This is an optimization exercise on Yosys and OpenROAD, whose aim is small area, a short achievable clock period and few clock cycles per item, not a production implementation. The RTL was checked by simulation tests, not by an equivalence proof against the original design.

== the previous run ==
## loop_core
module loop_core (
    input  wire        clk,
    input  wire        rst,
    input  wire        cfg_we,
    input  wire [5:0]  cfg_addr,
    input  wire [31:0] cfg_wdata,
    input  wire        start,
    input  wire [31:0] sp,
    input  wire [31:0] pv,
    input  wire [31:0] target,
    input  wire [31:0] out_lo,
    input  wire [31:0] out_hi,
    input  wire [3:0]  nsec,
    input  wire        integrate,
    input  wire        reset_states,
    output wire        ready,
    output reg         done,
    output reg  [31:0] out,
    output reg  [31:0] err,
    output reg  [7:0]  flags,
    input  wire [4:0]  rd_addr,
    output reg  [47:0] rd_data
);
Settings: LEC_CHECK=0, ABC_AREA=1, CAP_MARGIN=30, CORE_MARGIN=2, CORE_UTILIZATION=65, PLACE_DENSITY=0.75, SLEW_MARGIN=30; clock period 25.0 ns.
standard.sh (not shown) runs the stock make flow with config.mk's settings and CLKGATE_MAP_FILE= SYNTH_SCRIPT=/design/flow/synth_recipe.tcl, a recipe that flattens the netlist after the stock synthesis.
==> flow/flow/run.sh <==
#!/bin/bash
# The standard layout, with the resizer asked to aim for a shorter clock
# period than the design's (the constraints and the clock stay as they are)
# and the ports buffered with plain buffers.  Each tool's output goes to a
# log file of its own.
set -euo pipefail
bash standard.sh synth > synth.log 2>&1
bash standard.sh SETUP_SLACK_MARGIN=13 "BUFFER_PORTS_ARGS=-buffer_cell sky130_fd_sc_hd__buf_2" finish > layout.log 2>&1
Testbench counts of the previous run, summed over its fixed seeds: cycles 17,720, items 2,304.
#### Input delta (the current run over the previous run)
diff --git a/flow/design.v b/flow/design.v
--- a/flow/design.v
+++ b/flow/design.v
@@ -126,48 +126,46 @@
                 if (first)
                     i_r <= s2_new;
                 if (!fin) begin
                     if (n_r != 4'd0) begin
                         f_sec <= f_sec | ya_hi | ya_lo;
                         upd   <= 1'b1;
                     end
                     sec   <= sec + 3'd1;
                     fin   <= last || (n_r == 4'd0);
                 end else begin
-                    out   <= o_sel;
                     integ <= integ_new;
-                    flags <= {lim_mm, c_hi | (c_lo & eq_r), c_lo | (c_hi & eq_r),
-                              int_r & (a_lo | a_hi), 2'b00, f_sec, f_err};
                     nsec_prev <= n_r;
                     done  <= 1'b1;
                     busy  <= 1'b0;
                 end
             end
         end
+        out   <= o_sel;
+        flags <= {lim_mm, c_hi | (c_lo & eq_r), c_lo | (c_hi & eq_r),
+                  int_r & (a_lo | a_hi), 2'b00, f_sec, f_err};
+        xd_r  <= busy ? x_r : e_sat;
         if (rst || (busy ? fin : !start))
             x_r    <= beta_d;
         else if (!busy || n_r != 4'd0)
             x_r    <= y_sat;
         if (!busy) begin
             sec    <= 3'd0;
-            xd_r   <= e_sat;
             tl_r   <= t_lo;
             th_r   <= t_hi;
             eq_r   <= mm || (out_lo == out_hi);
             n_r    <= nsec;
             int_r  <= integrate;
             lo_r   <= (integrate || t_lo) ? out_lo : t_hi ? hi_in : target;
             hi_r   <= hi_in;
             lim_mm <= mm;
             f_sec  <= 1'b0;
-        end else if (!fin && n_r != 4'd0) begin
-            xd_r   <= x_r;
         end
     end
     wire wr = !busy && cfg_we && !start;
     wire [30:0] beta_d = rst ? 31'h08000000 : (wr && cfg_addr == 6'd0) ? cfg_wdata[30:0] : beta;
     always @(posedge clk)
         beta <= beta_d;
     always @(posedge clk)
         if (rst || (wr && cfg_addr == 6'd1)) ki <= rst ? 31'h00000000 : cfg_wdata[30:0];
     always @(posedge clk)
         if (rst || (wr && cfg_addr == 6'd2)) b0_0 <= rst ? 31'h00000000 : cfg_wdata[30:0];
The current run: full flow OK, the timing, DRC and antenna checks passed. The previous run ended up with rd_data[2] as its worst setup path endpoint; the current run ended up with rd_data[32]. met3 layer wire length in the routed design ended up about 2.8% lower on the current run than on the previous run. Of the two values seen for cell with the largest stage delay on the worst path, nor4_1 was produced by the current run and nand4_1 by the previous run. Compared the current run vs the previous run, and final HPWL from detailed placement is down in the current run. Per the comparison of the current run with the previous run, count of clock-buffer cells in the layout rose 4, maximum achievable frequency higher. As far as width of the die is concerned, the current run and the previous run perform about the same. [compare] base=the previous run new=the current run: post-CTS setup-driven buffer insertion count shrank by 46, number of cell instances on the worst register-to-register path went down, multi-input gate share of total cell area rose by 0.25 points, number of buffers other than clock buffers in the final layout lower. In the floorplan summary, the current run is listed with a die area less than that of the previous run. In the current run, post-cts resize count is lower than in the previous run. | count of mapped cells out of synthesis | higher: the previous run |.
Testbench counts of the current run, summed over its fixed seeds: cycles 17,720, items 2,304.

## what the ideal ports hide
The flow's constraints put no driver on any port. The routed layouts listed below were extracted and timed again, unchanged, in two steps. Step 1: set_driving_cell puts a clkbuf_16 on clk and a buf_2 on each other input, an assumption about the parent block. Step 2 moves the port delays by t, midway between the first and last clock arrival at a register: inputs arrive t later, outputs are due t later. That takes back most of the time a late clock gives input paths. Slacks: ideal ports / drivers / drivers and shift; pairs: ideal ports / drivers.
run | shift t [ns] | setup WS [ns] | worst hold slack (ns) | clock arrival spread, ns
the previous run | 1.038 | 12.579 / 12.404 / 12.170 | 0.428 / 0.428 / 0.428 | 0.098 / 0.099
the current run | 1.014 | 12.822 / 12.687 / 12.259 | 0.353 / 0.353 / 0.353 | 0.096 / 0.095
After both steps every run listed still meets setup and hold. For the current run, which loses most, drivers alone change the setup slack by -0.135 ns; drivers and shift together by -0.563 ns.
